Background: an optimization exercise with open tools, aiming at small area. Do not read the settings as production practice. At most, simulation tests tie the RTL to the original design; equivalence was not proved. Function not checked in run 3: the RTL went through the layout flow alone. Power figures rest on the tool's default switching activity, not on a simulated workload.

==> flow/design.v <==
module sdm_scale #(
    parameter SW  = 24,              
    parameter P   = 5,               
    parameter RW  = 8,               
    parameter ST  = 4,               
    parameter C   = 9,               
    parameter OVL = 0                
) (
    input  wire          clk,
    input  wire          rst,
    input  wire [3:0]    pend,        
    output wire [1:0]    sel,         
    input  wire [SW-1:0] s_in,        
    output wire [3:0]    load,        
    output reg  [1:0]    ch1,         
    output reg  [1:0]    ch2,
    output reg  [1:0]    ch3,
    input  wire [RW:0]   dv1,         
    input  wire [RW:0]   dv2,
    input  wire [RW:0]   dv3,
    output reg           done,        
    output reg  [1:0]    dch,
    output wire [15:0]   code
);
    localparam E  = ST * C - (SW - P + 17);
    localparam XW = E + 18;
    localparam SR = SW - P;
    reg          a1, a2, a3;         
    reg          f2, f3;             
    reg          l2, l3;             
    reg [3:0]    cnt;
    reg [SR-1:0] sreg;
    reg [RW-1:0] r1, r2, r3;
    reg [ST-1:0] qq1, qq2;
    reg [XW-1:0] x;
    wire l1   = cnt == C - 1;
    wire free = OVL ? (!a1 || l1) : (!a1 && !a2 && (!a3 || l3));
    wire any  = |pend;
    assign sel  = pend[0] ? 2'd0 : pend[1] ? 2'd1 : pend[2] ? 2'd2 : 2'd3;
    wire   take = free && any;
    assign load = take ? (4'b0001 << sel) : 4'b0000;
    reg [RW-1:0] n1, n2, n3;
    reg [ST-1:0] q1, q2, q3;
    reg [RW:0]   t;
    reg [RW+1:0] u;
    integer i;
    wire [ST-1:0] in1 = sreg[SR-1 -: ST];
    always @* begin
        n1 = r1;
        for (i = ST - 1; i >= 0; i = i - 1) begin
            t = {n1, in1[i]};
            u = {1'b0, t} + {1'b0, ~dv1};      
            q1[i] = u[RW+1];
            if (q1[i]) t = u[RW:0];
            n1 = t[RW-1:0];
        end
        n2 = f2 ? {RW{1'b0}} : r2;
        for (i = ST - 1; i >= 0; i = i - 1) begin
            t = {n2, qq1[i]};
            u = {1'b0, t} + {1'b0, ~dv2};      
            q2[i] = u[RW+1];
            if (q2[i]) t = u[RW:0];
            n2 = t[RW-1:0];
        end
        n3 = f3 ? {RW{1'b0}} : r3;
        for (i = ST - 1; i >= 0; i = i - 1) begin
            t = {n3, qq2[i]};
            u = {1'b0, t} + {1'b0, ~dv3};      
            q3[i] = u[RW+1];
            if (q3[i]) t = u[RW:0];
            n3 = t[RW-1:0];
        end
    end
    always @(posedge clk) begin
        if (rst) begin
            a1   <= 1'b0;
            a2   <= 1'b0;
            a3   <= 1'b0;
            done <= 1'b0;
        end else begin
            if (a1) begin
                sreg <= sreg << ST;
                r1   <= n1;
                qq1  <= q1;
                cnt  <= cnt + 4'd1;
                if (l1) a1 <= 1'b0;
            end
            if (take) begin
                a1   <= 1'b1;
                cnt  <= 4'd0;
                ch1  <= sel;
                r1   <= s_in[SW-1 -: P];
                sreg <= s_in[SR-1:0];
            end
            a2 <= a1;
            f2 <= a1 && cnt == 4'd0;
            l2 <= a1 && l1;
            if (a1 && cnt == 4'd0) ch2 <= ch1;
            if (a2) begin
                r2  <= n2;
                qq2 <= q2;
            end
            a3 <= a2;
            f3 <= f2;
            l3 <= l2;
            if (f2) ch3 <= ch2;
            if (a3) begin
                r3 <= n3;
                x  <= {x[XW-ST-1:0], q3};
            end
            done <= a3 && l3;
            if (a3 && l3) dch <= ch3;
        end
    end
    wire [17:0] xs = x[XW-1:E];
    wire [18:0] xr = {1'b0, xs} + 19'd1;
    wire [16:0] q  = xr[17:1];
    assign code = q[16] ? 16'h7FFF : {~q[15], q[14:0]};
endmodule
module sdm_add #(
    parameter W = 12
) (
    input  wire [W-1:0] a,
    input  wire [W-1:0] b,
    input  wire         ci,
    output wire [W-1:0] s,
    output wire         co
);
    wire [W:0] c;
    assign c[0] = ci;
    genvar i;
    generate
        for (i = 0; i < W; i = i + 1) begin : g_bit
            assign s[i]   = a[i] ^ b[i] ^ c[i];
            assign c[i+1] = (a[i] & b[i]) | (c[i] & (a[i] ^ b[i]));
        end
    endgenerate
    assign co = c[W];
endmodule
module sdm_channel (
    input  wire        clk,
    input  wire        rst,
    input  wire        stb,           
    input  wire        dat,           
    input  wire        we,            
    input  wire [1:0]  addr,
    input  wire [31:0] wdata,
    input  wire        head,          
    input  wire        dset,          
    input  wire        cset,          
    input  wire        dload,         
    input  wire        cload,         
    output reg         op_smp,
    output reg         op_dat,
    output reg         op_dend,
    output reg         op_cend,
    output reg         op_clr,
    output reg         op_late,       
    output reg  [7:0]  d_n1,          
    output reg         d_ovr,
    output reg         d_susp,
    output reg         d_lvl,
    output reg         d_pend,
    output reg  [4:0]  c_m1,          
    output reg  [1:0]  c_k,           
    output reg  [15:0] c_lo,
    output reg  [15:0] c_hi,
    output reg         c_pend,
    output wire        ovr,
    output wire        active
);
    reg        en;
    reg        cmp_en;
    reg [1:0]  ord_k;
    reg [4:0]  osr_m1;
    reg [7:0]  dec_m1;
    reg [5:0]  sat_n;
    reg [15:0] lim_lo;
    reg [15:0] lim_hi;
    reg        ovr_sticky;
    wire wr_ctrl  = we && addr == 2'd0;
    wire wr_ovr   = we && addr == 2'd1;
    wire wr_lim   = we && addr == 2'd2;
    wire enabling = wr_ctrl && !en && wdata[0];
    wire [8:0] w_dec = wdata[24:16];
    wire [5:0] w_osr = wdata[13:8];
    wire [1:0] w_ord = wdata[4:3];
    wire [5:0] w_sat = wdata[13:8];
    wire [8:0] w_dec_m1 = w_dec - 9'd1;
    wire [5:0] w_osr_m1 = w_osr - 6'd1;
    wire smp = stb && en;
    reg [5:0] run;
    reg       last_sat;
    wire [5:0] run_nx = (run != 6'd0 && dat == op_dat) ? ((run == 6'd63) ? 6'd63 : run + 6'd1) : 6'd1;
    wire       sat_nx = run_nx >= sat_n;
    reg [7:0] dphase;
    reg [1:0] dcount;
    reg       sat_cur, sat_lvl, sat_h1, sat_h2;
    reg [4:0] cphase;
    wire dend       = dphase == dec_m1;
    wire cend       = cmp_en && cphase == osr_m1;
    wire sat_cur_nx = sat_cur | sat_nx;
    wire sat_lvl_nx = sat_nx ? dat : sat_lvl;
    always @(posedge clk) begin
        if (rst) begin
            en         <= 1'b0;
            sat_n      <= 6'd24;
            lim_lo     <= 16'h8000;
            lim_hi     <= 16'h7FFF;
            ovr_sticky <= 1'b0;
            op_smp     <= 1'b0;
            op_clr     <= 1'b0;
            d_pend     <= 1'b0;
            c_pend     <= 1'b0;
        end else begin
            if (wr_ctrl) begin
                en <= wdata[0];
                if (!en) begin
                    cmp_en <= wdata[2];
                    ord_k  <= (w_ord == 2'd0) ? 2'd1 : w_ord;
                    osr_m1 <= (w_osr < 6'd4) ? 5'd3 : (w_osr > 6'd32) ? 5'd31 : w_osr_m1[4:0];
                    dec_m1 <= (w_dec < 9'd32) ? 8'd31 : (w_dec > 9'd256) ? 8'd255 : w_dec_m1[7:0];
                end
            end
            if (wr_ovr)
                sat_n <= (w_sat < 6'd8) ? 6'd8 : w_sat;
            if (wr_lim) begin
                lim_lo <= wdata[15:0];
                lim_hi <= wdata[31:16];
            end
            if (smp && sat_nx)
                ovr_sticky <= 1'b1;
            else if (wr_ovr && wdata[0])
                ovr_sticky <= 1'b0;
            if (head) begin
                op_smp  <= 1'b0;
                op_clr  <= op_clr & op_late;
                op_late <= 1'b0;
            end
            if (smp) begin
                op_smp  <= 1'b1;
                op_dat  <= dat;
                op_dend <= dend;
                op_cend <= cend;
            end
            if (enabling) begin
                op_clr  <= 1'b1;
                op_late <= op_smp && !head;
            end
            if (dset)
                d_pend <= 1'b1;
            else if (dload)
                d_pend <= 1'b0;
            if (cset)
                c_pend <= 1'b1;
            else if (cload)
                c_pend <= 1'b0;
        end
        if (smp) begin
            run      <= run_nx;
            last_sat <= sat_nx;
            sat_lvl  <= sat_lvl_nx;
            if (dend) begin
                dphase  <= 8'd0;
                if (dcount != 2'd2) dcount <= dcount + 2'd1;
                d_n1    <= dec_m1;
                d_ovr   <= sat_cur_nx;
                d_susp  <= (dcount != 2'd2) | sat_cur_nx | sat_h1 | sat_h2;
                d_lvl   <= sat_lvl_nx;
                sat_h2  <= sat_h1;
                sat_h1  <= sat_cur_nx;
                sat_cur <= 1'b0;
            end else begin
                dphase  <= dphase + 8'd1;
                sat_cur <= sat_cur_nx;
            end
            if (cmp_en) begin
                if (cend) begin
                    cphase <= 5'd0;
                    c_m1   <= osr_m1;
                    c_k    <= ord_k;
                    c_lo   <= lim_lo;
                    c_hi   <= lim_hi;
                end else begin
                    cphase <= cphase + 5'd1;
                end
            end
        end
        if (enabling) begin
            run      <= 6'd0;
            last_sat <= 1'b0;
            dphase   <= 8'd0;
            dcount   <= 2'd0;
            sat_cur  <= 1'b0;
            sat_lvl  <= 1'b0;
            sat_h1   <= 1'b0;
            sat_h2   <= 1'b0;
            cphase   <= 5'd0;
        end
    end
    assign ovr    = ovr_sticky;
    assign active = en & last_sat;
endmodule
module sdm_bank #(
    parameter NCH = 4
) (
    input  wire              clk,
    input  wire              rst,
    input  wire              sdm_stb,
    input  wire [NCH-1:0]    sdm_dat,
    input  wire              cfg_we,
    input  wire [1:0]        cfg_ch,
    input  wire [1:0]        cfg_addr,
    input  wire [31:0]       cfg_wdata,
    output wire [NCH-1:0]    dat_valid,
    output wire [32*NCH-1:0] dat_word,
    output wire [NCH-1:0]    cmp_valid,
    output wire [16*NCH-1:0] cmp_value,
    output wire [NCH-1:0]    cmp_above,
    output wire [NCH-1:0]    cmp_below,
    output wire [NCH-1:0]    ovr,
    output wire [NCH-1:0]    active
);
    reg  [1:0]  ph;                  
    wire [3:0]  op_smp, op_dat, op_dend, op_cend, op_clr, op_late;
    wire [3:0]  d_ovr, d_susp, d_lvl, d_pend, c_pend;
    wire [31:0] d_n1;
    wire [19:0] c_m1;
    wire [7:0]  c_k;
    wire [63:0] c_lo, c_hi;
    wire [3:0]  dload, cload;
    genvar n;
    generate
        for (n = 0; n < 4; n = n + 1) begin : g_ch
            sdm_channel u_ch (
                .clk     (clk),
                .rst     (rst),
                .stb     (sdm_stb),
                .dat     (sdm_dat[n]),
                .we      (cfg_we && cfg_ch == n),
                .addr    (cfg_addr),
                .wdata   (cfg_wdata),
                .head    (ph == n),
                .dset    (dset[n]),
                .cset    (cset[n]),
                .dload   (dload[n]),
                .cload   (cload[n]),
                .op_smp  (op_smp[n]),
                .op_dat  (op_dat[n]),
                .op_dend (op_dend[n]),
                .op_cend (op_cend[n]),
                .op_clr  (op_clr[n]),
                .op_late (op_late[n]),
                .d_n1    (d_n1[8*n +: 8]),
                .d_ovr   (d_ovr[n]),
                .d_susp  (d_susp[n]),
                .d_lvl   (d_lvl[n]),
                .d_pend  (d_pend[n]),
                .c_m1    (c_m1[5*n +: 5]),
                .c_k     (c_k[2*n +: 2]),
                .c_lo    (c_lo[16*n +: 16]),
                .c_hi    (c_hi[16*n +: 16]),
                .c_pend  (c_pend[n]),
                .ovr     (ovr[n]),
                .active  (active[n])
            );
        end
    endgenerate
    reg [95:0] ri1, ri2, ri3;        
    reg [95:0] rd1, rd2, rd3;        
    reg [59:0] rk1, rk2, rk3;        
    reg [95:0] rsd;                  
    reg [63:0] rsc;                  
    wire h_smp  = op_smp[ph];
    wire h_dat  = op_dat[ph];
    wire h_clr  = op_clr[ph];
    wire h_late = op_late[ph];
    wire a_clr = h_clr & ~h_late;
    wire a_x   = h_smp & h_dat;
    reg        b_smp, b_clr, b_dend, b_cend;
    reg  [2:0] b_cy;
    reg        c_dend, c_cend, c_clr;
    reg        d_dend, d_clr;
    reg  [2:0] d_cy;
    wire [11:0] a1, a2, a3;
    wire [2:0]  a_cy;
    sdm_add #(12) u_a1 (.a(ri1[11:0]), .b(12'd0),                    .ci(a_x),  .s(a1), .co(a_cy[0]));
    sdm_add #(12) u_a2 (.a(ri2[11:0]), .b(h_smp ? a1 : 12'd0),       .ci(1'b0), .s(a2), .co(a_cy[1]));
    sdm_add #(12) u_a3 (.a(ri3[11:0]), .b(h_smp ? a2 : 12'd0),       .ci(1'b0), .s(a3), .co(a_cy[2]));
    wire [11:0] oa1 = a_clr ? {11'd0, a_x} : a1;
    wire [11:0] oa2 = a_clr ? {11'd0, a_x} : a2;
    wire [11:0] oa3 = a_clr ? {11'd0, a_x} : a3;
    wire [11:0] b1, b2, b3;
    sdm_add #(12) u_b1 (.a(ri1[95:84]), .b(12'd0),                   .ci(b_cy[0]), .s(b1), .co());
    sdm_add #(12) u_b2 (.a(ri2[95:84]), .b(b_smp ? b1 : 12'd0),      .ci(b_cy[1]), .s(b2), .co());
    sdm_add #(12) u_b3 (.a(ri3[95:84]), .b(b_smp ? b2 : 12'd0),      .ci(b_cy[2]), .s(b3), .co());
    wire [11:0] ob1 = b_clr ? 12'd0 : b1;
    wire [11:0] ob2 = b_clr ? 12'd0 : b2;
    wire [11:0] ob3 = b_clr ? 12'd0 : b3;
    wire [1:0]  c_ch = ph + 2'd2;
    wire [1:0]  c_kk = c_k[2*c_ch +: 2];
    wire        c_dat = op_dat[c_ch];
    wire [23:0] ci3 = ri3[71:48];
    wire [11:0] e1, e2, e3;
    wire [2:0]  c_cy;
    sdm_add #(12) u_e1 (.a(ci3[11:0]), .b(~rd1[59:48]), .ci(1'b1), .s(e1), .co(c_cy[0]));
    sdm_add #(12) u_e2 (.a(e1),        .b(~rd2[59:48]), .ci(1'b1), .s(e2), .co(c_cy[1]));
    sdm_add #(12) u_e3 (.a(e2),        .b(~rd3[59:48]), .ci(1'b1), .s(e3), .co(c_cy[2]));
    wire [11:0] oc1 = c_clr ? 12'd0 : c_dend ? ci3[11:0] : rd1[59:48];
    wire [11:0] oc2 = c_clr ? 12'd0 : c_dend ? e1 : rd2[59:48];
    wire [11:0] oc3 = c_clr ? 12'd0 : c_dend ? e2 : rd3[59:48];
    wire [11:0] ocs = c_dend ? e3 : rsd[59:48];
    wire [14:0] csel = (c_kk == 2'd1) ? ri1[62:48] : (c_kk == 2'd2) ? ri2[62:48] : ri3[62:48];
    wire [14:0] cd1, cd2, cd3;
    sdm_add #(15) u_k1 (.a(csel), .b(~rk1[44:30]), .ci(1'b1), .s(cd1), .co());
    sdm_add #(15) u_k2 (.a(cd1),  .b(~rk2[44:30]), .ci(1'b1), .s(cd2), .co());
    sdm_add #(15) u_k3 (.a(cd2),  .b(~rk3[44:30]), .ci(1'b1), .s(cd3), .co());
    wire [14:0] csum = (c_kk == 2'd1) ? cd1 : (c_kk == 2'd2) ? cd2 : cd3;
    wire        cful = (csum == 15'd0) & c_dat;
    wire [14:0] ok1 = c_clr ? 15'd0 : c_cend ? csel : rk1[44:30];
    wire [14:0] ok2 = c_clr ? 15'd0 : c_cend ? cd1 : rk2[44:30];
    wire [14:0] ok3 = c_clr ? 15'd0 : c_cend ? cd2 : rk3[44:30];
    wire [15:0] osc = c_cend ? {cful, csum} : rsc[47:32];
    wire [11:0] f1, f2, f3;
    sdm_add #(12) u_f1 (.a(ri3[47:36]), .b(~rd1[47:36]), .ci(d_cy[0]), .s(f1), .co());
    sdm_add #(12) u_f2 (.a(f1),         .b(~rd2[47:36]), .ci(d_cy[1]), .s(f2), .co());
    sdm_add #(12) u_f3 (.a(f2),         .b(~rd3[47:36]), .ci(d_cy[2]), .s(f3), .co());
    wire [11:0] od1 = d_clr ? 12'd0 : d_dend ? ri3[47:36] : rd1[47:36];
    wire [11:0] od2 = d_clr ? 12'd0 : d_dend ? f1 : rd2[47:36];
    wire [11:0] od3 = d_clr ? 12'd0 : d_dend ? f2 : rd3[47:36];
    wire [11:0] ods = d_dend ? f3 : rsd[47:36];
    wire [1:0] d_ch = ph + 2'd1;
    wire [3:0] cset = (c_cend ? 4'b0001 : 4'b0000) << c_ch;
    wire [3:0] dset = (d_dend ? 4'b0001 : 4'b0000) << d_ch;
    always @(posedge clk) begin
        if (rst) begin
            ph     <= 2'd0;
            b_smp  <= 1'b0;
            b_clr  <= 1'b0;
            b_dend <= 1'b0;
            b_cend <= 1'b0;
            c_dend <= 1'b0;
            c_cend <= 1'b0;
            c_clr  <= 1'b0;
            d_dend <= 1'b0;
            d_clr  <= 1'b0;
        end else begin
            ph     <= ph + 2'd1;
            b_smp  <= h_smp;
            b_clr  <= a_clr;
            b_dend <= h_smp & op_dend[ph];
            b_cend <= h_smp & op_cend[ph];
            c_dend <= b_dend;
            c_cend <= b_cend;
            c_clr  <= b_clr;
            d_dend <= c_dend;
            d_clr  <= c_clr;
        end
        b_cy  <= a_cy;
        d_cy  <= c_cy;
        ri1 <= {ri1[23:12], oa1, ob1, ri1[83:72], ri1[71:24]};
        ri2 <= {ri2[23:12], oa2, ob2, ri2[83:72], ri2[71:24]};
        ri3 <= {ri3[23:12], oa3, ob3, ri3[83:72], ri3[71:24]};
        rd1 <= {rd1[23:0], rd1[95:72], rd1[71:60], oc1, od1, rd1[35:24]};
        rd2 <= {rd2[23:0], rd2[95:72], rd2[71:60], oc2, od2, rd2[35:24]};
        rd3 <= {rd3[23:0], rd3[95:72], rd3[71:60], oc3, od3, rd3[35:24]};
        rsd <= {rsd[23:0], rsd[95:72], rsd[71:60], ocs, ods, rsd[35:24]};
        rk1 <= {rk1[14:0], rk1[59:45], ok1, rk1[29:15]};
        rk2 <= {rk2[14:0], rk2[59:45], ok2, rk2[29:15]};
        rk3 <= {rk3[14:0], rk3[59:45], ok3, rk3[29:15]};
        rsc <= {rsc[15:0], rsc[63:48], osc, rsc[31:16]};
    end
    wire [1:0]  dsel, dch1, dch2, dch3, dch;
    wire        ddone;
    wire [15:0] dcode;
    wire [1:0]  dpos = dsel - ph;
    wire [8:0]  dn1  = {1'b0, d_n1[8*dch1 +: 8]};
    wire [8:0]  dn2  = {1'b0, d_n1[8*dch2 +: 8]};
    wire [8:0]  dn3  = {1'b0, d_n1[8*dch3 +: 8]};
    sdm_scale #(.SW(24), .P(5), .RW(8), .ST(3), .C(12), .OVL(1)) u_dscale (
        .clk(clk), .rst(rst),
        .pend(d_pend), .sel(dsel), .s_in(rsd[24*dpos +: 24]), .load(dload),
        .ch1(dch1), .ch2(dch2), .ch3(dch3),
        .dv1(dn1), .dv2(dn2), .dv3(dn3),
        .done(ddone), .dch(dch), .code(dcode)
    );
    wire        o_ovr  = d_ovr[dch];
    wire        o_susp = d_susp[dch];
    wire        o_lvl  = d_lvl[dch];
    wire [15:0] dfinal = o_ovr ? (o_lvl ? 16'h7FFF : 16'h8000) : dcode;
    wire [1:0]  csl, cch1, cch2, cch3, cch;
    wire        cdone;
    wire [15:0] ccode;
    wire [1:0]  cpos = csl - ph;
    wire [5:0]  cm1  = {1'b0, c_m1[5*cch1 +: 5]};
    wire [5:0]  cm2  = {1'b0, c_m1[5*cch2 +: 5]};
    wire [5:0]  cm3  = {1'b0, c_m1[5*cch3 +: 5]};
    wire [1:0]  ck2  = c_k[2*cch2 +: 2];
    wire [1:0]  ck3  = c_k[2*cch3 +: 2];
    sdm_scale #(.SW(16), .P(2), .RW(5), .ST(5), .C(7), .OVL(1)) u_cscale (
        .clk(clk), .rst(rst),
        .pend(c_pend), .sel(csl), .s_in(rsc[16*cpos +: 16]), .load(cload),
        .ch1(cch1), .ch2(cch2), .ch3(cch3),
        .dv1(cm1),
        .dv2(ck2 == 2'd1 ? 6'd0 : cm2),
        .dv3(ck3 == 2'd3 ? cm3 : 6'd0),
        .done(cdone), .dch(cch), .code(ccode)
    );
    wire [15:0] o_lo = c_lo[16*cch +: 16];
    wire [15:0] o_hi = c_hi[16*cch +: 16];
    wire        o_above = $signed(ccode) > $signed(o_hi);
    wire        o_below = $signed(ccode) < $signed(o_lo);
    generate
        for (n = 0; n < 4; n = n + 1) begin : g_out
            assign dat_valid[n]          = ddone && dch == n;
            assign dat_word[32*n +: 32]  = {8'b0000_0000, 1'b1, o_susp, o_ovr, n[4:0], dfinal};
            assign cmp_valid[n]          = cdone && cch == n;
            assign cmp_value[16*n +: 16] = ccode;
            assign cmp_above[n]          = o_above;
            assign cmp_below[n]          = o_below;
        end
    endgenerate
endmodule
==> flow/flow/run.sh <==
#!/bin/bash
# Standard layout, with the smallest buffer on the ports and clock tree
# synthesis with larger sink clusters and no dummy loads.
set -euo pipefail
export BUFFER_PORTS_ARGS="-buffer_cell sky130_fd_sc_hd__buf_1"
export CTS_ARGS="-sink_clustering_enable -repair_clock_nets -dont_use_dummy_load -buf_list sky130_fd_sc_hd__clkbuf_8 -sink_clustering_size 14 -sink_clustering_max_diameter 60"
bash standard.sh > standard.log 2>&1
==> flow/standard.sh <==
#!/bin/bash
# synth_recipe.tcl (not shown) runs the flow's synth.tcl, then flattens the netlist and writes it again
# the make line also repeats each setting of config.mk as NAME=value (left out here)
make -C /OpenROAD-flow-scripts/flow DESIGN_CONFIG=/design/flow/config.mk WORK_HOME=/design/flow/orfs CLKGATE_MAP_FILE= SYNTH_SCRIPT=/design/flow/synth_recipe.tcl "${@:-finish}"
==> flow/config.mk <==
export PLATFORM = sky130hd
export DESIGN_NAME = sdm_bank
export DESIGN_NICKNAME = sdm_bank
export VERILOG_FILES = /design/flow/design.v
export SDC_FILE = /design/flow/constraint.sdc
export NUM_CORES = 4
export LEC_CHECK = 0
export ABC_AREA = 1
export CAP_MARGIN = 20
export CORE_MARGIN = 2
export CORE_UTILIZATION = 55
export CTS_BUF_LIST = sky130_fd_sc_hd__clkbuf_4
export PLACE_DENSITY = 0.7
export SLEW_MARGIN = 20
==> flow/constraint.sdc <==
create_clock -name core_clock -period 12.0 [get_ports {clk}]
set_input_delay 2.4000 -clock core_clock [delete_from_list [all_inputs] [get_ports {clk}]]
set_output_delay 2.4000 -clock core_clock [all_outputs]
set_load 0.01 [all_outputs]
==> summary.txt, run 1 <==
Synthesis
  – Distinct cells, synth: 64
  – Gate Count Post-Synth: 6826
  – Average cell area after synthesis: ~10 µm²
  – Sequential share of the synthesized area: 0.5619
  – Top_reg_cell synth: dfxtp_1
  – Yosys warns: 4
  – Synthesized cell area: about 67000 µm²
  – Post-synth EDFFs: 440
  – Synth async-reset ratio: 0
  – Seq cells post-synth: approximately 1700

Route
  – DR WL/cell: 16.95 µm
  – Number of DRC markers in iteration 0: between 3000 and 4000
  – Routed WL: roughly 140000 µm
  – Routed Antenna Nets: 0
  – Vias/cell: about 5.2
  – Drt pass-1 iters: 6
  – Via Count: 44620
  – DRC violation count after routing: 0

Global routing
  – Initial antenna violation count: 6
  – Global Route Usage Sum: 0.2327
  – Vias in the first global route: roughly 44000
  – First-pass GRT wire length: roughly 230000 µm
  – Overflow after GRT: 0
  – Largest net degree at the start of global routing: 82

Clocking
  – Post-cts resize count: 0
  – CTS sink count: approximately 1700
  – Cts hold-fix bufs: 0
  – Max Root-Sink Buffers: 3
  – Worst skew pair latency: slightly below 0.9 ns
  – Setup bufs post-CTS: 0
  – Number of H-tree levels: 4
  – Clock slew at reported path FFs: 0.09 ns
  – CTS tree: done
  – CTS buffer count: ~150
  – Clock root cell: clkbuf_8

Timing
  – Max_slew headroom: 0.2716
  – Final TNS setup: 0 ns
  – Max Fclk: between 90 and 100 MHz
  – Post-Route Skew: roughly 0.072 ns
  – RSZ-0062 raised after global routing: false
  – Final hold vios: 0
  – Final Cycle Share: 0.8525
  – Min cycle time layout: 10.23 ns
  – Final setup vio count: 0
  – Worst slew pin tran: 1.083 ns
  – Pins over their slew limit: 0

Power and ir drop
  – Power Dens Cells: between 150 and 200 nW/µm²
  – Reg power frac: 0.555
  – Sw Share: 0.2973
  – Switching pwr: around 0.0037 W
  – Gate power share: 0.220
  – P_leak: a little over 30 nW
  – Clock share of power: 0.225
  – Worst VDD drop: 161.4 µV
  – Int Power: 0.008702 W

Floorplan
  – Chip width: around 350 µm
  – CORE AREA: 121400 µm²
  – # IOs: 260
  – Die H: about 350 µm
  – Starting Density: 0.5520
  – Row count: approximately 130
  – Die area: around 120000 µm²

Final layout
  – Fin nets: roughly 7400
  – Layout area overhead: 5.116%
  – Number of fill cells: between 10000 and 15000
  – Layout Cells excl Fill: around 8500
  – Layout cell share with drive strength beyond 1: 0.04825

Worst hold path
  – Hold WC Path Type: reg2reg
  – Min-delay src: rk3[13]$_DFF_P_

Worst setup path
  – CP endpoint kind: flop
  – Worst stage delay on the critical path: 0.71 ns
  – R2R Path Start: ph[1]$_SDFF_PP0_
  – Crit path kind: reg2reg
  – CP startpoint: ph[1]$_SDFF_PP0_
  – Worst path most repeated cell: fa_1
  – Slowest stage cell on the critical path: dfxtp_1
  – Startpoint types: flop
  – Arrival time worst endpoint: approximately 11 ns
  – CP Max Fanout: 20
  – CP required: around 13 ns

Placement
  – Post-DP HPWL: roughly 100000 µm
  – Placed cell count: ~8400
  – Routability cong.: between 0.9 and 1
  – IO Port Bufs: approximately 200

Run
  – Maxcap violations: 0

Status
  – Status: timing/DRC/antenna clean
## worst paths after layout
path                     endpoint  depth (start not counted)  slack [ns]
hold / removal    rk3[58]$_DFF_P_                          0        0.26
setup reg to reg  rsc[30]$_DFF_P_                         30        1.77
setup / recovery  rsc[30]$_DFF_P_                         30        1.77
hold reg to reg   rk3[58]$_DFF_P_                          0        0.26
## logic make-up after synthesis
kind of cell               count (synthesis)  synth area share
muxes                                      7          0.001139
other                                      2         0.0001121
and+or+nand+nor                         2194            0.1380
adders and majority gates                442            0.1019
AOI/OAI and AO/OA                       1134           0.09552
DFF                                     1661            0.5619
xor gates and xnor gates                 178           0.02326
buffers and inverters                   1208           0.07810
## cells in the mapped netlist (10+ instances only)
library cell     n  share of area
nor3_1          52         0.0039
nand2_2         10        0.00093
nand3_4         11         0.0029
nand2_1       1131          0.063
o21ai_0        411          0.031
o221ai_1        12         0.0016
nor4_1          11         0.0010
edfxtp_1       440           0.20
nand3_1        289          0.022
buf_2           25         0.0019
nand3b_1        10         0.0011
inv_1          798          0.045
buf_4          178          0.020
o21a_1          13         0.0015
a221oi_1        33         0.0043
xor2_1          90          0.012
inv_2           16        0.00090
ha_1           269          0.050
nand4_1         32         0.0030
a211oi_1        62         0.0069
or2_2           29         0.0027
a22oi_1         19         0.0021
fa_1           173          0.052
clkinv_1        10        0.00056
a31oi_1         13         0.0012
nor2_1         580          0.032
o21ai_1         17         0.0013
dfxtp_1       1221           0.36
buf_1           13        0.00073
o31ai_1         28         0.0031
o211ai_1        31         0.0035
clkbuf_1       168         0.0094
xnor2_1         88          0.012
a21oi_1        451          0.034
## worst max-delay path, delay by kind of cell (launching register included)
| family | cells | cell delay, ns |
|---|---|---|
| adder cells (fa/ha/maj) | 16 | 6.50 |
| AND/OR/NAND/NOR | 9 | 1.42 |
| buffers and inverters | 3 | 0.85 |
| flip-flops | 1 | 0.71 |
| AO/OA/AOI/OAI | 2 | 0.67 |
## placed cells by master (no fill, tap or decap), types with 11 or more instances in the layout
cell	Yosys	routed
a21oi_1	451	451
nand3_1	289	289
edfxtp_1	440	440
clkbuf_8	0	148
nand3_4	11	11
o221ai_1	12	12
nand4_1	32	32
fa_1	173	173
inv_2	16	16
dfxtp_1	1221	1218
buf_1	13	202
xnor2_1	88	88
conb_1	2	56
o21ai_0	411	411
or2_2	29	29
nor2_1	580	569
xor2_1	90	90
o21a_1	13	13
a22oi_1	19	19
nor3_1	52	48
o21ai_1	17	17
a31oi_1	13	13
buf_4	178	52
o31ai_1	28	28
nor4_1	11	11
nor2_2	8	15
a221oi_1	33	33
inv_1	798	796
o211ai_1	31	31
ha_1	269	269
a211oi_1	62	62
nand2_1	1131	1131
## flip-flops by register name, indices dropped and copies added (netlist names), 64 cells and up
register / flops
rd1: 96
rd2: 96
rd3: 96
ri1: 96
ri2: 96
ri3: 96
rsd: 96
g_ch.u_ch.c_hi: 64
g_ch.u_ch.c_lo: 64
g_ch.u_ch.lim_hi: 64
g_ch.u_ch.lim_lo: 64
rsc: 64
## routing by layer
metal  GRT usage  routed length, µm
met1      0.3067              63810
met4     0.08298               4698
met2      0.3925              68790
met5           0                  0
met3     0.03370               7367
## cell type report
class                           instances  area [µm²]  area share
Sequential cell                      1661       37660      0.5346
Tap cell                             1625        2033     0.02886
Antenna cell                           10       25.02   0.0003553
Clock buffer                          148        2037     0.02892
Inverter                              824        3097     0.04396
Timing Repair Buffer                  257        1196     0.01698
Multi-Input combinational cell       4011       24390      0.3463
## through the flow
step	cell area (µm²)	hold WS, ns	setup WS, ns	total power [W]	utilization
after floorplan	67210	0.3096	3.365	0.008926	-
after global placement	68340	0.3097	1.998	0.009589	0.5629
after detailed placement	68340	0.3121	1.888	0.009727	0.5629
after CTS	70370	0.2655	1.842	0.01249	0.5797
after global routing	70430	0.2650	1.220	0.01322	0.5802
final	70440	0.2591	1.771	0.01238	0.5802
## power groups by stage
stage / Sequential [W] / Combinational (W) / Clock [W]
2_1_floorplan: 0.00687 / 0.00205 / 0
3_3_place_gp: 0.00697 / 0.00262 / 0
3_5_place_dp: 0.00700 / 0.00272 / 0
4_1_cts: 0.00688 / 0.00274 / 0.00287
5_1_grt: 0.00696 / 0.00318 / 0.00308
6_report: 0.00687 / 0.00272 / 0.00279
==> run 2: changes to the inputs <==
--- a/flow/design.v
+++ b/flow/design.v
@@ -36,2 +36,4 @@
     wire l1   = cnt == C - 1;
+    wire [3:0] cnt_nx;
+    sdm_inc #(4) u_cnt (.a(cnt), .ci(1'b1), .s(cnt_nx), .co());
     wire free = OVL ? (!a1 || l1) : (!a1 && !a2 && (!a3 || l3));
@@ -84,3 +86,3 @@
                 qq1  <= q1;
-                cnt  <= cnt + 4'd1;
+                cnt  <= cnt_nx;
                 if (l1) a1 <= 1'b0;
@@ -115,3 +117,4 @@
     wire [17:0] xs = x[XW-1:E];
-    wire [18:0] xr = {1'b0, xs} + 19'd1;
+    wire [17:0] xr;
+    sdm_inc #(18) u_inc (.a(xs), .ci(1'b1), .s(xr), .co());
     wire [16:0] q  = xr[17:1];
@@ -139,2 +142,21 @@
 endmodule
+module sdm_inc #(
+    parameter W = 8
+) (
+    input  wire [W-1:0] a,
+    input  wire         ci,
+    output wire [W-1:0] s,
+    output wire         co
+);
+    wire [W:0] c;
+    assign c[0] = ci;
+    genvar i;
+    generate
+        for (i = 0; i < W; i = i + 1) begin : g_bit
+            assign s[i]   = a[i] ^ c[i];
+            assign c[i+1] = a[i] & c[i];
+        end
+    endgenerate
+    assign co = c[W];
+endmodule
 module sdm_channel (
@@ -193,3 +215,5 @@
     reg       last_sat;
-    wire [5:0] run_nx = (run != 6'd0 && dat == op_dat) ? ((run == 6'd63) ? 6'd63 : run + 6'd1) : 6'd1;
+    wire [5:0] run_inc;
+    sdm_inc #(6) u_run (.a(run), .ci(run != 6'd63), .s(run_inc), .co());
+    wire [5:0] run_nx = (run != 6'd0 && dat == op_dat) ? run_inc : 6'd1;
     wire       sat_nx = run_nx >= sat_n;
@@ -199,2 +223,6 @@
     reg [4:0] cphase;
+    wire [7:0] dphase_inc;
+    wire [4:0] cphase_inc;
+    sdm_inc #(8) u_dph (.a(dphase), .ci(1'b1), .s(dphase_inc), .co());
+    sdm_inc #(5) u_cph (.a(cphase), .ci(1'b1), .s(cphase_inc), .co());
     wire dend       = dphase == dec_m1;
@@ -273,3 +301,3 @@
             end else begin
-                dphase  <= dphase + 8'd1;
+                dphase  <= dphase_inc;
                 sat_cur <= sat_cur_nx;
@@ -284,3 +312,3 @@
                 end else begin
-                    cphase <= cphase + 5'd1;
+                    cphase <= cphase_inc;
                 end
==> summary.txt, run 2 <==
Status
  – Status: timing/DRC/antenna clean

Power and ir drop
  – Worst VDD drop: 140.7 µV (-13%)
  – P_leak: 30.42 nW (+0.45%)
  – Final total power: 0.01226 W (-1.0%)
  – Power Dens Cells: 175.4 nW/µm² (-0.24%)

Global routing
  – Global Route Usage Sum: 0.2223 (-0.01040)
  – Largest net degree at the start of global routing: 96 (+17%)
  – Overflow after GRT: 0 (unchanged)
  – Vias in the first global route: 41950 (-4.2%)
  – Initial antenna violation count: 7 (+1)
  – First-pass GRT wire length: 222200 µm (-4.4%)

Route
  – Vias/cell: 5.249 (+0.41%)
  – Routed WL: 139200 µm (-3.8%)
  – Drt pass-1 iters: 6 (unchanged)
  – Via Count: 43430 (-2.7%)
  – DR WL/cell: 16.83 µm (-0.71%)
  – Number of DRC markers in iteration 0: 3112 (-1.6%)
  – DRC violation count after routing: 0 (unchanged)
  – Routed Antenna Nets: 0 (unchanged)

Final layout
  – Number of fill cells: 10240 (-1.9%)
  – Most frequent cells in the layout: dfxtp_1 (1218), nand2_1 (1042), inv_1 (709), nor2_1 (537), a21oi_1 (442)
  – Layout cell share with drive strength beyond 1: 0.04986 (+0.001611)
  – Fin nets: 7218 (-2.3%)
  – Layout area overhead: 4.832%
  – Reg area: 37660 µm² (unchanged)
  – Area of the multi-input gates: 24350 µm² (-0.17%)
  – Most common cell after layout, fill and taps aside: dfxtp_1

Synthesis
  – Sequential share of the synthesized area: 0.5648 (+0.002858)
  – Gate Count Post-Synth: 6606 (-3.2%)
  – Synthesized cell area: 66670 µm² (-0.51%)
  – Post-synth top cells: dfxtp_1 (1221), nand2_1 (1042), inv_1 (712)
  – Most frequent cell after synthesis: dfxtp_1
  – Top cell type by total area after synthesis: dfxtp_1
  – Area share of the largest cell type after synthesis: 0.3666 (+0.001855)
  – Seq cells post-synth: 1661 (unchanged)
  – Yosys warns: 4 (unchanged)
  – Synth async-reset ratio: 0 (unchanged)
  – Post-synth EDFFs: 440 (unchanged)
  – Top_reg_cell synth: dfxtp_1
  – Average cell area after synthesis: 10.09 µm² (+2.8%)
  – Distinct cells, synth: 66 (+3.1%)
  – Top post-synthesis cells by area: dfxtp_1 (37%), edfxtp_1 (20%), ha_1 (6.4%), nand2_1 (5.9%), fa_1 (5.2%)

Worst setup path
  – Slowest stage cell on the critical path: dfxtp_1
  – Buffer and inverter count on the worst path: 2 (-1)
  – Crit path kind: reg2reg
  – CP required: 12.82 ns (about the same)
  – Worst stage delay on the critical path: 0.89 ns (+0.18 ns)
  – Reg2reg end: rsc[30]$_DFF_P_
  – Worst path most repeated cell: fa_1
  – Startpoint types: flop
  – Reg-to-reg setup timing slack: 1.76 ns (-0.02 ns)
  – Depth of the most critical reg-to-reg path: 30 (unchanged)
  – Arrival time worst endpoint: 11.07 ns (about the same)
  – Family with the most delay on the worst path: adder cells
  – CP endpoint kind: flop
  – R2R Path Start: ph[0]$_SDFF_PP0_
  – CP Max Fanout: 24 (+20%)
  – CP startpoint: ph[0]$_SDFF_PP0_

Clocking
  – CTS sink count: 1661 (unchanged)
  – CTS buffer count: 145 (-2.0%)
  – Post-cts resize count: 0 (unchanged)
  – Clock root cell: clkbuf_8
  – CTS tree: done
  – Max Root-Sink Buffers: 3 (unchanged)
  – Setup bufs post-CTS: 0 (unchanged)
  – Clock slew at reported path FFs: 0.09 ns (about the same)
  – Worst skew pair latency: 0.88 ns (about the same)
  – Cts hold-fix bufs: 0 (unchanged)
  – Number of H-tree levels: 4 (unchanged)

Timing
  – RSZ-0062 raised after global routing: false
  – Final TNS setup: 0 ns (unchanged)
  – Min cycle time layout: 10.24 ns (+0.01529 ns)
  – Worst slew pin tran: 1.136 ns (+0.05252 ns)
  – Pins over their slew limit: 0 (unchanged)
  – Final hold vios: 0 (unchanged)
  – Final setup vio count: 0 (unchanged)
  – Final Cycle Share: 0.8537 (+0.001274)
  – Max Fclk: 97.61 MHz (-0.15%)
  – Max_slew headroom: 0.2409 (-0.03064)
  – Post-Route Skew: 0.1260 ns (+0.05382 ns)

Placement
  – IO Port Bufs: 203 (unchanged)
  – Post-DP HPWL: 96810 µm (-6.0%)
  – Routability cong.: 0.8906 (-1.5%)

Floorplan
  – Die area: 124000 µm² (-0.50%)
  – CORE AREA: 120100 µm² (-1.0%)
  – # IOs: 260 (unchanged)
  – Die H: 352.2 µm (-0.25%)
  – Starting Density: 0.5550 (+0.002996)
  – Row count: 127 (-0.78%)
  – Chip width: 352.2 µm (-0.25%)

Worst hold path
  – Hold WC Path Type: reg2reg
  – Min-delay src: rk3[57]$_DFF_P_
  – Hold path cells: 0 (unchanged)
  – Hold endpoint: rk3[42]$_DFF_P_

Run
  – Maxcap violations: 0 (unchanged)
-- run 2: cell count changes after synthesis, moves of 17 or more --
| cell | previous run | this run |
|---|---|---|
| nand2_1 | 1131 | 1042 |
| inv_1 | 798 | 712 |
| ha_1 | 269 | 341 |
| nand3_1 | 289 | 241 |
| nor2_1 | 580 | 546 |
| a22o_1 | 5 | 36 |
| clkbuf_1 | 168 | 188 |
| xnor2_1 | 88 | 68 |
| nor3_1 | 52 | 35 |
-- run 2: worst register-to-register path: cells and delay by family, from the launching register on --
family / cells / cell delay, ns
AOI/OAI and AO/OA: 2 / 0.40
adders and majority gates: 16 / 6.41
buffers and inverters: 2 / 1.07
DFF: 1 / 0.89
and+or+nand+nor: 10 / 1.52
-- run 2: per-layer routing --
metal / wire length, µm / up-vias / part of all wire / GRT usage
li1: - / 21480 / - / -
met1: 63140 / 20550 / 0.45 / 0.3082
met2: 64510 / 1197 / 0.46 / 0.3630
met3: 8425 / 205 / 0.061 / 0.03332
met4: 3151 / 0 / 0.023 / 0.06436
met5: 0 / - / 0 / 0
-- run 2: kinds of logic (layout without fill, tap and decap cells) --
logic type                 count (synthesis)  in the layout  share of synthesized area
and+or+nand+nor                         2011           2011                     0.1278
DFF                                     1661           1661                     0.5648
AOI/OAI and AO/OA                       1138           1138                    0.09745
buffers and inverters                   1131           1129                    0.07411
adders and majority gates                514            514                     0.1159
xor gates and xnor gates                 142            142                    0.01865
muxes                                      7              7                   0.001145
other                                      2             60                  0.0001126
-- run 2: area by class of cell --
cell class / instances / area share
diodes: 4 / 0.0001432
inverters: 738 / 0.03967
multi-input cells: 3868 / 0.3484
flip-flops and latches: 1661 / 0.5388
clock buffers: 145 / 0.02855
well taps: 1612 / 0.02886
repair buffers: 246 / 0.01557
-- run 2: how the worst max path moves through the flow --
stage	depth (start not counted)	endpoint	slack, ns
floorplan	32	rsc[31]$_DFF_P_	3.39
global route	29	rsc[30]$_DFF_P_	1.16
finish	30	rsc[30]$_DFF_P_	1.76
CTS	30	rsc[30]$_DFF_P_	1.76
global placement	30	rsc[30]$_DFF_P_	1.86
detailed placement	30	rsc[30]$_DFF_P_	1.74
-- run 2: power by group --
group | internal, W | switching (W)
Combinational | 0.00102 | 0.00162
Sequential | 0.00654 | 0.000317
Clock | 0.00108 | 0.00168
Total | 0.00864 | 0.00362
-- run 2: through the flow --
step | utilization | cell area (µm²) | worst slack, ns | hold WS, ns | std cells
2_1_floorplan | - | 66880 | 3.393 | 0.3096 | 6660
3_3_place_gp | 0.5651 | 67880 | 1.858 | 0.3096 | 8124
3_5_place_dp | 0.5651 | 67880 | 1.745 | 0.3121 | 8124
4_1_cts | 0.5817 | 69880 | 1.761 | 0.2729 | 8269
5_1_grt | 0.5818 | 69890 | 1.165 | 0.2551 | 8274
6_report | 0.5818 | 69890 | 1.755 | 0.2597 | 8274
==> run 3: changes to the inputs <==
--- a/flow/design.v
+++ b/flow/design.v
@@ -6,3 +6,4 @@
     parameter C   = 9,               
-    parameter OVL = 0                
+    parameter OVL = 0,               
+    parameter LO  = -1               
 ) (
@@ -43,34 +44,22 @@
     assign load = take ? (4'b0001 << sel) : 4'b0000;
-    reg [RW-1:0] n1, n2, n3;
-    reg [ST-1:0] q1, q2, q3;
-    reg [RW:0]   t;
-    reg [RW+1:0] u;
-    integer i;
-    wire [ST-1:0] in1 = sreg[SR-1 -: ST];
-    always @* begin
-        n1 = r1;
-        for (i = ST - 1; i >= 0; i = i - 1) begin
-            t = {n1, in1[i]};
-            u = {1'b0, t} + {1'b0, ~dv1};      
-            q1[i] = u[RW+1];
-            if (q1[i]) t = u[RW:0];
-            n1 = t[RW-1:0];
-        end
-        n2 = f2 ? {RW{1'b0}} : r2;
-        for (i = ST - 1; i >= 0; i = i - 1) begin
-            t = {n2, qq1[i]};
-            u = {1'b0, t} + {1'b0, ~dv2};      
-            q2[i] = u[RW+1];
-            if (q2[i]) t = u[RW:0];
-            n2 = t[RW-1:0];
-        end
-        n3 = f3 ? {RW{1'b0}} : r3;
-        for (i = ST - 1; i >= 0; i = i - 1) begin
-            t = {n3, qq2[i]};
-            u = {1'b0, t} + {1'b0, ~dv3};      
-            q3[i] = u[RW+1];
-            if (q3[i]) t = u[RW:0];
-            n3 = t[RW-1:0];
+    wire [ST-1:0]        in1 = sreg[SR-1 -: ST];
+    wire [(ST+1)*RW-1:0] c1, c2, c3;      
+    wire [ST-1:0]        q1, q2, q3;
+    assign c1[RW-1:0] = r1;
+    assign c2[RW-1:0] = f2 ? {RW{1'b0}} : r2;
+    assign c3[RW-1:0] = f3 ? {RW{1'b0}} : r3;
+    genvar k;
+    generate
+        for (k = 0; k < ST; k = k + 1) begin : g_step
+            sdm_step #(.RW(RW), .LO(LO)) u_s1 (.r(c1[k*RW +: RW]), .b(in1[ST-1-k]), .m1(dv1),
+                .q(q1[ST-1-k]), .n(c1[(k+1)*RW +: RW]));
+            sdm_step #(.RW(RW), .LO(LO)) u_s2 (.r(c2[k*RW +: RW]), .b(qq1[ST-1-k]), .m1(dv2),
+                .q(q2[ST-1-k]), .n(c2[(k+1)*RW +: RW]));
+            sdm_step #(.RW(RW), .LO(LO)) u_s3 (.r(c3[k*RW +: RW]), .b(qq2[ST-1-k]), .m1(dv3),
+                .q(q3[ST-1-k]), .n(c3[(k+1)*RW +: RW]));
         end
-    end
+    endgenerate
+    wire [RW-1:0] n1 = c1[ST*RW +: RW];
+    wire [RW-1:0] n2 = c2[ST*RW +: RW];
+    wire [RW-1:0] n3 = c3[ST*RW +: RW];
     always @(posedge clk) begin
@@ -161,2 +150,32 @@
 endmodule
+module sdm_step #(
+    parameter RW = 8,
+    parameter LO = 0
+) (
+    input  wire [RW-1:0] r,
+    input  wire          b,
+    input  wire [RW:0]   m1,
+    output wire          q,
+    output wire [RW-1:0] n
+);
+    wire [RW:0] t  = {r, b};
+    wire [RW:0] nm = ~m1;
+    wire [RW:0] u;
+    generate
+        if (LO < 0) begin : g_beh
+            assign {q, u} = {1'b0, t} + {1'b0, nm};
+        end else if (LO == 0) begin : g_rip
+            sdm_add #(RW + 1) u_a (.a(t), .b(nm), .ci(1'b0), .s(u), .co(q));
+        end else begin : g_sel
+            wire          cl, c0, c1;
+            wire [RW-LO:0] h0, h1;
+            sdm_add #(LO)         u_l  (.a(t[LO-1:0]), .b(nm[LO-1:0]), .ci(1'b0), .s(u[LO-1:0]), .co(cl));
+            sdm_add #(RW + 1 - LO) u_h0 (.a(t[RW:LO]), .b(nm[RW:LO]), .ci(1'b0), .s(h0), .co(c0));
+            sdm_add #(RW + 1 - LO) u_h1 (.a(t[RW:LO]), .b(nm[RW:LO]), .ci(1'b1), .s(h1), .co(c1));
+            assign u[RW:LO] = cl ? h1 : h0;
+            assign q        = cl ? c1 : c0;
+        end
+    endgenerate
+    assign n = q ? u[RW-1:0] : t[RW-1:0];
+endmodule
 module sdm_channel (
@@ -507,3 +526,3 @@
     wire [8:0]  dn3  = {1'b0, d_n1[8*dch3 +: 8]};
-    sdm_scale #(.SW(24), .P(5), .RW(8), .ST(3), .C(12), .OVL(1)) u_dscale (
+    sdm_scale #(.SW(24), .P(5), .RW(8), .ST(3), .C(12), .OVL(1), .LO(5)) u_dscale (
         .clk(clk), .rst(rst),
==> summary.txt, run 3 <==
Global routing
  – Overflow after GRT: 0 (unchanged)
  – Vias in the first global route: 40440 (-3.6%)
  – Initial antenna violation count: 4 (-3)
  – Global Route Usage Sum: 0.2197 (-0.002671)
  – Largest net degree at the start of global routing: 109 (+14%)
  – First-pass GRT wire length: 215200 µm (-3.1%)

Final layout
  – Number of fill cells: 10110 (-1.3%)
  – Most common cell after layout, fill and taps aside: dfxtp_1
  – Layout cell share with drive strength beyond 1: 0.05406 (+0.004193)
  – Most frequent cells in the layout: dfxtp_1 (1218), nand2_1 (958), inv_1 (722), nor2_1 (520), edfxtp_1 (440)
  – Finished layout cell area: 69300 µm² (-0.86%)
  – Layout Cells excl Fill: 8070 (-2.5%)
  – Layout area overhead: 5.023%
  – Fin nets: 7016 (-2.8%)

Worst setup path
  – CP endpoint kind: flop
  – CP required: 12.51 ns (-0.31 ns)
  – Slowest stage cell on the critical path: fa_1
  – Arrival time worst endpoint: 11.80 ns (+0.73 ns)
  – Startpoint types: flop
  – Reg2reg end: u_dscale.r2[5]$_DFFE_PP_
  – Reg-to-reg setup timing slack: 0.71 ns (-1.04 ns)
  – CP Max Fanout: 14 (-42%)
  – Crit path kind: reg2reg
  – R2R Path Start: u_dscale.ch2[1]$_DFFE_PP_
  – Crit path capture: u_dscale.r2[5]$_DFFE_PP_
  – Worst stage delay on the critical path: 0.45 ns (-0.44 ns)
  – Depth of the most critical reg-to-reg path: 38 (+27%)
  – Worst path most repeated cell: fa_1
  – CP startpoint: u_dscale.ch2[1]$_DFFE_PP_

Synthesis
  – Most frequent cell after synthesis: dfxtp_1
  – Gate Count Post-Synth: 6392 (-3.2%)
  – Area share of the largest cell type after synthesis: 0.3705 (+0.003845)
  – Top_reg_cell synth: dfxtp_1
  – Sequential share of the synthesized area: 0.5707 (+0.005923)
  – Yosys warns: 4 (unchanged)
  – Post-synth top cells: dfxtp_1 (1221), nand2_1 (959), inv_1 (725)
  – Top cell type by total area after synthesis: dfxtp_1
  – Synth async-reset ratio: 0 (unchanged)
  – Post-synth EDFFs: 440 (unchanged)
  – Synthesized cell area: 65980 µm² (-1.0%)
  – Average cell area after synthesis: 10.32 µm² (+2.3%)
  – Seq cells post-synth: 1661 (unchanged)
  – Distinct cells, synth: 62 (-6.1%)
  – Top post-synthesis cells by area: dfxtp_1 (37%), edfxtp_1 (20%), fa_1 (6.6%), ha_1 (5.6%), nand2_1 (5.5%)

Placement
  – IO Port Bufs: 203 (unchanged)
  – Placed inst area: 67280 µm² (-0.88%)
  – Post-DP HPWL: 93380 µm (-3.5%)
  – Routability cong.: 0.8416 (-5.5%)
  – Placed cell count: 7924 (-2.5%)

Floorplan
  – Chip width: 350.4 µm (-0.51%)
  – Die area: 122800 µm² (-1.0%)
  – Row count: 127 (unchanged)
  – Die H: 350.4 µm (-0.51%)
  – Starting Density: 0.5522 (-0.002838)
  – # IOs: 260 (unchanged)
  – CORE AREA: 119500 µm² (-0.53%)

Worst hold path
  – Min-delay src: rk3[27]$_SDFF_PP0_
  – Hold WC Path Type: reg2reg

Clocking
  – CTS sink count: 1661 (unchanged)
  – Clock slew at reported path FFs: 0.08 ns (about the same)
  – Worst skew pair latency: 0.85 ns (-0.03 ns)
  – Max Root-Sink Buffers: 3 (unchanged)
  – Number of H-tree levels: 4 (unchanged)
  – CTS buffer count: 144 (-0.69%)
  – CTS tree: done
  – Clock root cell: clkbuf_8

Timing
  – RSZ-0062 raised after global routing: false
  – Worst slew pin tran: 1.084 ns (-0.05203 ns)
  – Final setup vio count: 0 (unchanged)
  – Max_slew headroom: 0.2774 (+0.03648)
  – Min cycle time layout: 11.29 ns (+1.042 ns)
  – Final TNS setup: 0 ns (unchanged)
  – Hold slack: 0.2984 ns (+0.03875 ns)
  – Final hold vios: 0 (unchanged)
  – Post-Route Skew: 0.1007 ns (-0.02529 ns)
  – Max Fclk: 88.60 MHz (-9.2%)
  – Final Cycle Share: 0.9405 (+0.08682)
  – Pins over their slew limit: 0 (unchanged)

Power and ir drop
  – P_leak: 29.88 nW (-1.8%)
  – Power Dens Cells: 176.1 nW/µm² (+0.39%)
  – Worst VDD drop: 126.9 µV (-9.8%)

Route
  – DR WL/cell: 16.68 µm (-0.87%)
  – Number of DRC markers in iteration 0: 3212 (+3.2%)
  – Vias/cell: 5.209 (-0.77%)
  – Routed WL: 134600 µm (-3.3%)
  – Via Count: 42040 (-3.2%)
  – DRC violation count after routing: 0 (unchanged)
  – Drt pass-1 iters: 5 (-1)
  – Routed Antenna Nets: 0 (unchanged)

Status
  – Status: timing/DRC/antenna clean

Run
  – Maxcap violations: 0 (unchanged)
[run 3: report_power, final]
group / internal, W / switching, W / total (W) / leakage, nW
clock: 0.00107 / 0.00169 / 0.00276 / 1.04
sequential: 0.00654 / 0.000300 / 0.00684 / 14.2
combinational: 0.00102 / 0.00158 / 0.00260 / 14.7
[run 3: critical path, delay by kind of cell, from the launching register on]
kind / cells / cell delay (ns)
buffers and inverters: 5 / 0.94
multiplexers: 1 / 0.18
AO/OA/AOI/OAI: 8 / 1.42
flip-flops: 1 / 0.43
AND/OR/NAND/NOR: 6 / 0.80
adder cells (fa/ha/maj): 18 / 7.22
[run 3: cell type report]
cell class              instances  area [µm²]  area share
clock buffers                 144        1982     0.02860
well taps                    1612        2017     0.02911
diodes                          2       5.005  0.00007222
flip-flops and latches       1661       37660      0.5435
inverters                     752        2831     0.04086
multi-input cells            3645       23650      0.3413
repair buffers                254        1149     0.01658
[run 3: timing repair]
action | in CTS | in global routing
hold buffers | 0 | 0
setup endpoints to repair | 0 | 9
setup buffers | 0 | 0
resized for setup | 0 | 3
[run 3: how the worst min path moves through the flow]
stage                 endpoint  slack [ns]  cells past startpoint
4_1_cts        ri1[92]$_DFF_P_        0.30                      0
2_1_floorplan   rd1[0]$_DFF_P_        0.31                      0
6_report       rk3[12]$_DFF_P_        0.30                      0
3_3_place_gp   rk2[14]$_DFF_P_        0.31                      0
5_1_grt        ri1[95]$_DFF_P_        0.30                      0
3_5_place_dp   ri2[92]$_DFF_P_        0.31                      0
[run 3: cells by family (layout without fill, tap and decap cells)]
group                    count (synthesis)  in the layout  synth area share
flip-flops                            1661           1661            0.5707
AO/OA/AOI/OAI                         1089           1089           0.09531
other                                    2             58         0.0001138
AND/OR/NAND/NOR                       1866           1866            0.1198
XOR/XNOR                               101            101           0.01341
adder cells (fa/ha/maj)                514            514            0.1223
buffers and inverters                 1140           1150           0.07542
multiplexers                            19             19          0.002958
[run 3: routing by layer]
layer,GRT usage,vias up,routed length [µm]
met1,0.3083,20060,62150
met3,0.03091,191,7283
met4,0.06359,4,3028
li1,-,20760,-
met2,0.3561,1025,62130
met5,0,-,25
[run 3: stage by stage]
step / setup slack [ns] / power (W) / utilization
final: 0.7135 / 0.01220 / 0.5799
after global routing: 0.05506 / 0.01302 / 0.5799
after CTS: 0.6200 / 0.01235 / 0.5797
after detailed placement: 0.6426 / 0.009608 / 0.5631
after global placement: 0.8466 / 0.009495 / 0.5631
after floorplan: 1.787 / 0.008884 / -
==> run 4: changes to the inputs <==
--- a/flow/design.v
+++ b/flow/design.v
@@ -546,3 +546,3 @@
     wire [1:0]  ck3  = c_k[2*cch3 +: 2];
-    sdm_scale #(.SW(16), .P(2), .RW(5), .ST(5), .C(7), .OVL(1)) u_cscale (
+    sdm_scale #(.SW(16), .P(2), .RW(5), .ST(4), .C(8), .OVL(1)) u_cscale (
         .clk(clk), .rst(rst),
==> summary.txt, run 4 <==
Floorplan
  – Row count: 126 (-0.79%)
  – Starting Density: 0.5520 (about the same)
  – Die area: 120800 µm² (-1.6%)
  – Chip width: 347.6 µm (-0.80%)
  – CORE AREA: 117600 µm² (-1.6%)
  – # IOs: 260 (unchanged)
  – Die H: 347.6 µm (-0.80%)

Route
  – Vias/cell: 5.239 (+0.57%)
  – DRC violation count after routing: 0 (unchanged)
  – DR WL/cell: 17.23 µm (+3.3%)
  – Number of DRC markers in iteration 0: 2764 (-14%)
  – Routed WL: 135800 µm (+0.86%)
  – Routed Antenna Nets: 0 (unchanged)
  – Via Count: 41270 (-1.8%)
  – Drt pass-1 iters: 5 (unchanged)

Global routing
  – Initial antenna violation count: 4 (unchanged)
  – First-pass GRT wire length: 216000 µm (+0.38%)
  – Overflow after GRT: 0 (unchanged)
  – Vias in the first global route: 39940 (-1.2%)
  – Largest net degree at the start of global routing: 104 (-4.6%)
  – Global Route Usage Sum: 0.2252 (+0.005507)

Final layout
  – Layout cell share with drive strength beyond 1: 0.05019 (-0.003869)
  – Layout area overhead: 4.799%
  – Fin nets: 6877 (-2.0%)
  – Most common cell after layout, fill and taps aside: dfxtp_1
  – Most frequent cells in the layout: dfxtp_1 (1218), nand2_1 (985), inv_1 (693), nor2_1 (492), edfxtp_1 (435)
  – Number of fill cells: 9907 (-2.0%)

Clocking
  – Number of H-tree levels: 4 (unchanged)
  – Setup bufs post-CTS: 0 (unchanged)
  – CTS buffer count: 142 (-1.4%)
  – CTS tree: done
  – Clock root cell: clkbuf_8
  – Max Root-Sink Buffers: 3 (unchanged)
  – Cts hold-fix bufs: 0 (unchanged)
  – Post-cts resize count: 0 (unchanged)
  – CTS sink count: 1656 (-0.30%)
  – Clock slew at reported path FFs: 0.09 ns (about the same)
  – Worst skew pair latency: 0.88 ns (+0.03 ns)

Timing
  – Worst slew pin tran: 1.060 ns (-0.02355 ns)
  – Min cycle time layout: 11.16 ns (-0.1292 ns)
  – Hold slack: 0.2937 ns (-0.004771 ns)
  – Final TNS setup: 0 ns (unchanged)
  – RSZ-0062 raised after global routing: false
  – Final setup vio count: 0 (unchanged)
  – Post-Route Skew: 0.08273 ns (-0.01801 ns)
  – Final hold vios: 0 (unchanged)
  – Final Cycle Share: 0.9298 (-0.01076)
  – Max_slew headroom: 0.2931 (+0.01570)
  – Max Fclk: 89.63 MHz (+1.2%)
  – Pins over their slew limit: 0 (unchanged)

Power and ir drop
  – Clock share of power: 0.226 (about the same)
  – Switching pwr: 0.003491 W (-2.3%)
  – P_leak: 29.34 nW (-1.8%)
  – Worst VDD drop: 181.2 µV (+43%)
  – Reg power frac: 0.568 (+0.008)
  – Sw Share: 0.2896 (-0.003222)
  – Int Power: 0.008565 W (-0.75%)
  – Power Dens Cells: 177.2 nW/µm² (+0.64%)
  – Gate power share: 0.206 (-0.007)

Synthesis
  – Synth async-reset ratio: 0 (unchanged)
  – Top cell type by total area after synthesis: dfxtp_1
  – Sequential share of the synthesized area: 0.5778 (+0.007059)
  – Distinct cells, synth: 67 (+8.1%)
  – Top_reg_cell synth: dfxtp_1
  – Area share of the largest cell type after synthesis: 0.3765 (+0.006084)
  – Post-synth EDFFs: 435 (-1.1%)
  – Average cell area after synthesis: 10.34 µm² (+0.17%)
  – Post-synth top cells: dfxtp_1 (1221), nand2_1 (985), inv_1 (695)
  – Yosys warns: 4 (unchanged)
  – Most frequent cell after synthesis: dfxtp_1
  – Top post-synthesis cells by area: dfxtp_1 (38%), edfxtp_1 (20%), fa_1 (6.6%), nand2_1 (5.7%), ha_1 (5.4%)
  – Gate Count Post-Synth: 6278 (-1.8%)
  – Synthesized cell area: 64910 µm² (-1.6%)
  – Seq cells post-synth: 1656 (-0.30%)

Worst setup path
  – Family with the most delay on the worst path: adder cells
  – CP required: 12.64 ns (+0.13 ns)
  – Arrival time worst endpoint: 11.80 ns (about the same)
  – Buffer and inverter count on the worst path: 6 (+1)
  – Crit path kind: reg2reg
  – CP endpoint kind: flop
  – CP Max Fanout: 14 (unchanged)
  – Slowest stage cell on the critical path: fa_1
  – Worst path most repeated cell: fa_1
  – Startpoint types: flop
  – Worst stage delay on the critical path: 0.45 ns (about the same)

Status
  – Status: timing/DRC/antenna clean

Run
  – Maxcap violations: 0 (unchanged)

Placement
  – Post-DP HPWL: 94330 µm (+1.0%)
  – Routability cong.: 0.8804 (+4.6%)
  – IO Port Bufs: 203 (unchanged)

Worst hold path
  – Hold WC Path Type: reg2reg
## run 4: cell types whose count changed after synthesis, sizes merged, moves of 8 or more
cell | before | now
nand2 | 981 | 996
a21oi | 399 | 385
or2 | 40 | 52
inv | 742 | 714
o21ai | 420 | 398
ha | 296 | 280
nand3 | 218 | 226
nor2 | 542 | 510
xor2 | 48 | 37
o211ai | 29 | 37
## run 4: final timing paths
path | startpoint | end | slack, ns | cells past startpoint
hold / removal | ri3[79]$_SDFF_PP0_ | ri3[55]$_DFF_P_ | 0.29 | 0
hold reg to reg | ri3[79]$_SDFF_PP0_ | ri3[55]$_DFF_P_ | 0.29 | 0
setup reg to reg | u_dscale.ch2[1]$_DFFE_PP_ | u_dscale.r2[3]$_DFFE_PP_ | 0.84 | 40
setup / recovery | u_dscale.ch2[1]$_DFFE_PP_ | u_dscale.r2[3]$_DFFE_PP_ | 0.84 | 40
## run 4: power groups by stage
stage / sequential [W] / combinational (W) / clock, W
2_1_floorplan: 0.00686 / 0.00188 / 0
3_3_place_gp: 0.00693 / 0.00242 / 0
3_5_place_dp: 0.00697 / 0.00251 / 0
4_1_cts: 0.00685 / 0.00252 / 0.00281
5_1_grt: 0.00693 / 0.00290 / 0.00302
6_report: 0.00684 / 0.00248 / 0.00273
## run 4: logic make-up (layout without fill, tap and decap cells)
group	after synthesis	in the layout	synth area share
AOI/OAI and AO/OA	1045	1045	0.09283
and+or+nand+nor	1859	1859	0.1184
buffers and inverters	1112	1116	0.07558
DFF	1656	1656	0.5778
muxes	16	16	0.002506
adders and majority gates	495	495	0.1203
other	2	62	0.0001157
xor gates and xnor gates	93	93	0.01255
## run 4: through the flow
stage	area (µm²)	worst slack, ns	utilization	power, W	instances
floorplan	65120	1.918	-	0.008737	6332
global placement	66030	0.9519	0.5614	0.009356	7728
detailed placement	66060	0.7892	0.5617	0.009480	7730
CTS	68020	0.7314	0.5783	0.01218	7872
global route	68030	0.05175	0.5784	0.01285	7876
finish	68030	0.8427	0.5785	0.01206	7878
## run 4: metal layers
metal  vias up  track usage  part of all wire
li1      20340            -                 -
met1     19640       0.3140              0.46
met2      1087       0.3644              0.46
met3       207      0.03398             0.059
met4         0      0.06935             0.026
met5         -            0                 0
## run 4: layout make-up
type | instances | area [µm²] | share of cell area
sequential | 1656 | 37510 | 0.5514
inverter | 724 | 2723 | 0.04002
tap | 1536 | 1922 | 0.02825
clock buffer | 142 | 1954 | 0.02873
timing repair buffer | 250 | 1134 | 0.01666
antenna | 6 | 15.01 | 0.0002207
multi-input combinational | 3564 | 22770 | 0.3347

[separate check: timing with driven ports]
Ports are ideal in the flow. The routed layouts listed here were re-timed in OpenROAD. Step 1, drivers: a clkbuf_16 drives clk and a buf_2 each remaining input, both assumed. Step 2 times the ports against the registers' clock, not the clock port: input delays grow and output delays shrink by t, the midpoint of the rising clock arrivals with the driver on. Three values: ideal, step 1, step 2; two values: the first two.
run	shift t [ns]	setup WS [ns]	latest minus earliest clock arrival (ns)	cell pins on the clock port's net
run 1	0.908	1.771 / 1.771 / 1.771	0.090 / 0.090	1
run 2	0.873	1.755 / 1.755 / 1.755	0.150 / 0.151	1
run 3	0.862	0.714 / 0.714 / 0.714	0.104 / 0.104	1
run 4	0.886	0.843 / 0.843 / 0.843	0.120 / 0.120	1
After both steps setup and hold are still met in every run listed.
